This is an optimization exercise on Yosys and OpenROAD, whose aim is small area, a short achievable clock period and few clock cycles, not a production implementation. RTL that was checked went through simulation tests only; none was proved equivalent to the original.

## chz_hash_core
module chz_hash_core (
  input  wire          clk,
  input  wire          rst,           
  input  wire          in_valid,
  output wire          in_ready,
  input  wire          in_first,      
  input  wire          in_mode,       
  input  wire [1023:0] in_block,      
  output reg           out_valid,
  output wire [383:0]  out_digest
);
Size in the first run: roughly 2300 flip-flops, about 1400 I/O pins, ~130000 um^2 of cells after synthesis.
==> flow/config.mk <==
export PLATFORM = sky130hd
export DESIGN_NAME = chz_hash_core
export DESIGN_NICKNAME = chz_hash_core
export VERILOG_FILES = /design/flow/design.v
export SDC_FILE = /design/flow/constraint.sdc
export NUM_CORES = 8
export LEC_CHECK = 0
export CAP_MARGIN = 20
export CORE_MARGIN = 2
export CORE_UTILIZATION = 40
export SETUP_SLACK_MARGIN = 5
export SLEW_MARGIN = 20
export SYNTH_MEMORY_MAX_BITS = 16384
==> flow/constraint.sdc <==
create_clock -name core_clock -period 12.0 [get_ports {clk}]
set_input_delay 2.4000 -clock core_clock [delete_from_list [all_inputs] [get_ports {clk}]]
set_output_delay 2.4000 -clock core_clock [all_outputs]
set_load 0.01 [all_outputs]
run.sh (not shown) runs the stock make flow with config.mk's settings and CLKGATE_MAP_FILE= SYNTH_SCRIPT=/design/flow/synth_recipe.tcl, a recipe that flattens the netlist after the stock synthesis.
Change:
==> flow/flow/run.sh (new file) <==
#!/bin/bash
set -euo pipefail
bash standard.sh SETUP_SLACK_MARGIN=7 finish > standard.log 2>&1
==> flow/standard.sh (new file) <==
#!/bin/bash
# synth_recipe.tcl (not shown) runs the flow's synth.tcl, then flattens the netlist and writes it again
# the make line also repeats each setting of config.mk as NAME=value (left out here)
make -C /OpenROAD-flow-scripts/flow DESIGN_CONFIG=/design/flow/config.mk WORK_HOME=/design/flow/orfs CLKGATE_MAP_FILE= SYNTH_SCRIPT=/design/flow/synth_recipe.tcl "${@:-finish}"
SETUP_SLACK_MARGIN = default   (was 5)
removed: flow/run.sh
=> Worst setup slack gains 1.7 ns. Final area grows by 3.3%. Critical path depth is lower by 2. First-iteration DRC count increases by 0.74%.
No run of this note included a check of the RTL's function; only the layout flow was run.


chz_hash_core, a different RTL version from the one above (not shown whole).
For scale: roughly 14000 cells after synthesis, roughly 2100 flip-flops, about 1400 I/O pins, about 0.13 mm² of cells after synthesis.
clock: 12.0 ns
lec_check: 0
cap_margin: 20
core_margin: 2
core_utilization: 40
slew_margin: 20
synth_memory_max_bits: 16384
Stock flow here: none of the scripts above is used.
The starting point ran to the end with no violations.
Testbench counts at the start, summed over its fixed seeds: cycles 57,478.
==> next run, changes <==
--- a/flow/config.mk
+++ b/flow/config.mk
@@ -10,2 +10,3 @@
 export CORE_UTILIZATION = 40
+export SETUP_SLACK_MARGIN = 5
 export SLEW_MARGIN = 20
Outcome: The changed run finished with timing, DRC and antenna clean. Sequential share of layout area barely changes. Die area stays the same. Wire length went down by 2.7%. Area after synthesis stays the same. Global-route usage went down by 1.3 points. Core utilization barely changes.


chz_hash_core, a different RTL version from the one above (not shown whole).
Size: roughly 13000 cells after synthesis, about 2300 flip-flops, about 1400 I/O pins, roughly 120000 sq um of cells after synthesis.
export LEC_CHECK = 0
export CAP_MARGIN = 50
export CORE_MARGIN = 2
export CORE_UTILIZATION = 40
export SETUP_SLACK_MARGIN = 5
export SLEW_MARGIN = 50
export SYNTH_MEMORY_MAX_BITS = 16384
create_clock -name core_clock -period 12.0 [get_ports {clk}]
The starting point completed without violations.
Testbench counts at the start, summed over its fixed seeds: cycles 57,494.
==> next run, changes <==
==> flow/flow/run.sh (new file) <==
#!/bin/bash
# The standard layout (standard.sh) with two changes to how it is made:
#  - port buffers are buf_1 cells instead of the delay cells buffer_ports picks;
#  - repair_timing is asked to leave 7.5 ns of setup slack on the design's clock.
# The SDC and the clock period are unchanged.
set -euo pipefail
bash standard.sh "BUFFER_PORTS_ARGS=-buffer_cell sky130_fd_sc_hd__buf_1" SETUP_SLACK_MARGIN=7.5 finish > standard.log 2>&1
==> flow/standard.sh (new file) <==
#!/bin/bash
# synth_recipe.tcl (not shown) runs the flow's synth.tcl, then flattens the netlist and writes it again
# the make line also repeats each setting of config.mk as NAME=value (left out here)
make -C /OpenROAD-flow-scripts/flow DESIGN_CONFIG=/design/flow/config.mk WORK_HOME=/design/flow/orfs CLKGATE_MAP_FILE= SYNTH_SCRIPT=/design/flow/synth_recipe.tcl "${@:-finish}"
CAP_MARGIN = 30   (was 50)
SETUP_SLACK_MARGIN = default   (was 5)
SLEW_MARGIN = 30   (was 50)
removed: flow/run.sh
The changed run produced a clean layout; routed wire length hardly moves; non-clock buffer count is higher by 462; via count is higher by about 3.3%; utilization is higher by 1.3 points; setup slack gets better by 1.7 ns; sequential cell count stays the same; area after synthesis is unchanged; final cell count is higher by about 2.4%; maximum frequency is higher by about 34%; die area does not change.
==> next run, changes <==
==> flow/flow/run.sh (replaced) <==
#!/bin/bash
# The standard layout (standard.sh) with two changes to how it is made:
#  - port buffers are buf_1 cells instead of the delay cells buffer_ports picks;
#  - repair_timing is asked to leave 7 ns of setup slack on the design's clock.
# The SDC and the clock period are unchanged.
set -euo pipefail
bash standard.sh "BUFFER_PORTS_ARGS=-buffer_cell sky130_fd_sc_hd__buf_1" SETUP_SLACK_MARGIN=7 finish > standard.log 2>&1
CAP_MARGIN = 50   (was 30)
PLACE_DENSITY = 0.75   (was default)
SLEW_MARGIN = 50   (was 30)
=> First-iteration DRC count hardly moves; global-route usage fell by 1.8 points; core utilization decreases by 3.2 points; worst setup slack degrades by 0.14 ns; final cell count fell slightly; synthesized cell count does not change; via count came out lower by a few percent; die area stays the same.


== build 61 ==
chz_hash_core again, from the RTL that the note above started with.
export LEC_CHECK = 0
export CAP_MARGIN = 30
export CORE_MARGIN = 2
export CORE_UTILIZATION = 40
export SLEW_MARGIN = 30
export SYNTH_MEMORY_MAX_BITS = 16384
create_clock -name core_clock -period 12.0 [get_ports {clk}]
standard.sh (not shown) runs the stock make flow with config.mk's settings and CLKGATE_MAP_FILE= SYNTH_SCRIPT=/design/flow/synth_recipe.tcl, a recipe that flattens the netlist after the stock synthesis.
==> flow/flow/run.sh <==
#!/bin/bash
# The standard layout (standard.sh) with two changes to how it is made:
#  - port buffers are buf_1 cells instead of the delay cells buffer_ports picks;
#  - repair_timing is asked to leave 7 ns of setup slack on the design's clock.
# The SDC and the clock period are unchanged.
set -euo pipefail
bash standard.sh "BUFFER_PORTS_ARGS=-buffer_cell sky130_fd_sc_hd__buf_1" SETUP_SLACK_MARGIN=7 finish > standard.log 2>&1
No crash in build 61: every stage finished, but the layout fails its final checks due to max-capacitance violations, max-slew violations.
Testbench counts of build 61, summed over its fixed seeds: cycles 57,494.
The inputs of build 10 differ from those of build 61 as listed below.
# build 61
export LEC_CHECK = 0
export CAP_MARGIN = 30
export CORE_MARGIN = 2
export CORE_UTILIZATION = 40
export SLEW_MARGIN = 30
export SYNTH_MEMORY_MAX_BITS = 16384
create_clock -name core_clock -period 12.0 [get_ports {clk}]
# build 10
export LEC_CHECK = 0
export CAP_MARGIN = 50
export CORE_MARGIN = 2
export CORE_UTILIZATION = 40
export SLEW_MARGIN = 50
export SYNTH_MEMORY_MAX_BITS = 16384
create_clock -name core_clock -period 12.0 [get_ports {clk}]
==> flow/flow/run.sh <==
#!/bin/bash
# The standard layout (standard.sh) with two changes to how it is made:
#  - port buffers are buf_1 cells instead of the delay cells buffer_ports picks;
#  - repair_timing is asked to leave 7.5 ns (worst 20% of endpoints) of setup slack on the design's clock.
# The SDC and the clock period are unchanged.
set -euo pipefail
bash standard.sh "BUFFER_PORTS_ARGS=-buffer_cell sky130_fd_sc_hd__buf_1" SETUP_SLACK_MARGIN=7.5 TNS_END_PERCENT=20 finish > standard.log 2>&1
Per the final summary, build 10 finished and its layout is clean on timing, DRC and antenna. Diff build 61 -> build 10: wire length increased about 2.3%, number of buffers added by the clock tree synthesis step increased 2, critical path depth increased 10.
diff inputs: build 10 => build 38
# build 10
export LEC_CHECK = 0
export CAP_MARGIN = 50
export CORE_MARGIN = 2
export CORE_UTILIZATION = 40
export SLEW_MARGIN = 50
export SYNTH_MEMORY_MAX_BITS = 16384
create_clock -name core_clock -period 12.0 [get_ports {clk}]
# build 38
export LEC_CHECK = 0
export CAP_MARGIN = 50
export CORE_MARGIN = 2
export CORE_UTILIZATION = 40
export PLACE_DENSITY = 0.5
export SLEW_MARGIN = 50
export SYNTH_MEMORY_MAX_BITS = 16384
create_clock -name core_clock -period 12.0 [get_ports {clk}]
==> flow/flow/run.sh <==
#!/bin/bash
# The standard layout (standard.sh) with two changes to how it is made:
#  - port buffers are buf_1 cells instead of the delay cells buffer_ports picks;
#  - repair_timing is asked to leave 7 ns of setup slack on the design's clock.
# The SDC and the clock period are unchanged.
set -euo pipefail
bash standard.sh "BUFFER_PORTS_ARGS=-buffer_cell sky130_fd_sc_hd__buf_1" SETUP_SLACK_MARGIN=7 finish > standard.log 2>&1
### Flow results
Build 10 reports its last element of the critical path as pe[50]$_DFF_P_ while build 38 reports hv[287]$_DFFE_PP_.
Changes observed in build 38 relative to build 10: number of design-rule violations left by the first detailed-router iteration grew by 420, count of non-filler cells in the finished layout lower, share of the synthesized area in compound gates (AO/OA/AOI/OAI) closely matched the old numbers.
Of the two values seen for origin of the worst setup path, ps_eh$_DFF_P_ was produced by build 10 and f1$_SDFF_PP0_ by build 38.
Comparing build 38 and build 10, the higher worst-case setup margin in the final layout is on build 10.
Taking build 10 as the reference, in build 38 clock-pin slew of the registers on the worst-case setup and hold paths did not really move; count of clock-net buffers in the final layout went down; logic depth of the worst setup path including buffers went down by about 5%.

## port drivers added, routing unchanged
The flow's constraints put no driver on any port. The routed layouts listed below were extracted and timed again, unchanged, in two steps. Step 1 sets driving cells, clkbuf_16 on the clock port and buf_2 on the other inputs (assumed; they add their load-dependent delay and slew). Step 2 moves the port delays by t, midway between the first and last clock arrival at a register: inputs arrive t later, outputs are due t later. That takes back most of the time a late clock gives input paths. Three values: no drivers, after step 1, after step 2; two values: the first two.
run | t, ns | setup slack, ns | hold slack, ns | latest minus earliest clock arrival (ns) | slew at the worst register clock pin (ns)
the first run of note 1 | 1.046 | 5.006 / 5.006 / 5.006 | 0.234 / 0.234 / 0.234 | 0.114 / 0.114 | 0.08 / 0.08
the second run of note 1 | 1.097 | 6.738 / 6.628 / 5.978 | 0.292 / 0.292 / 0.292 | 0.110 / 0.110 | 0.08 / 0.08
the first run of note 2 | 1.062 | 4.034 / 4.034 / 4.034 | 0.169 / 0.169 / 0.169 | 0.163 / 0.163 | 0.08 / 0.08
the second run of note 2 | 1.044 | 4.997 / 4.997 / 4.997 | 0.235 / 0.235 / 0.235 | 0.103 / 0.103 | 0.07 / 0.07
the first run of note 3 | 1.145 | 5.280 / 5.280 / 5.280 | 0.307 / 0.307 / 0.307 | 0.073 / 0.073 | 0.08 / 0.08
the second run of note 3 | 1.067 | 6.973 / 6.843 / 6.364 | 0.293 / 0.293 / 0.293 | 0.088 / 0.089 | 0.08 / 0.08
the third run of note 3 | 1.071 | 6.834 / 6.793 / 6.834 | 0.318 / 0.318 / 0.318 | 0.091 / 0.092 | 0.08 / 0.08
build 61 | 1.046 | 6.659 / 6.659 / 6.593 | 0.251 / 0.251 / 0.251 | 0.102 / 0.101 | 0.08 / 0.08
build 10 | 1.062 | 7.040 / 6.992 / 6.914 | 0.245 / 0.245 / 0.245 | 0.096 / 0.096 | 0.08 / 0.08
build 38 | 1.040 | 6.849 / 6.817 / 6.792 | 0.249 / 0.249 / 0.249 | 0.119 / 0.119 | 0.08 / 0.08
For the second run of note 1, which loses most, drivers alone change the setup slack by -0.110 ns; drivers and shift together by -0.760 ns.
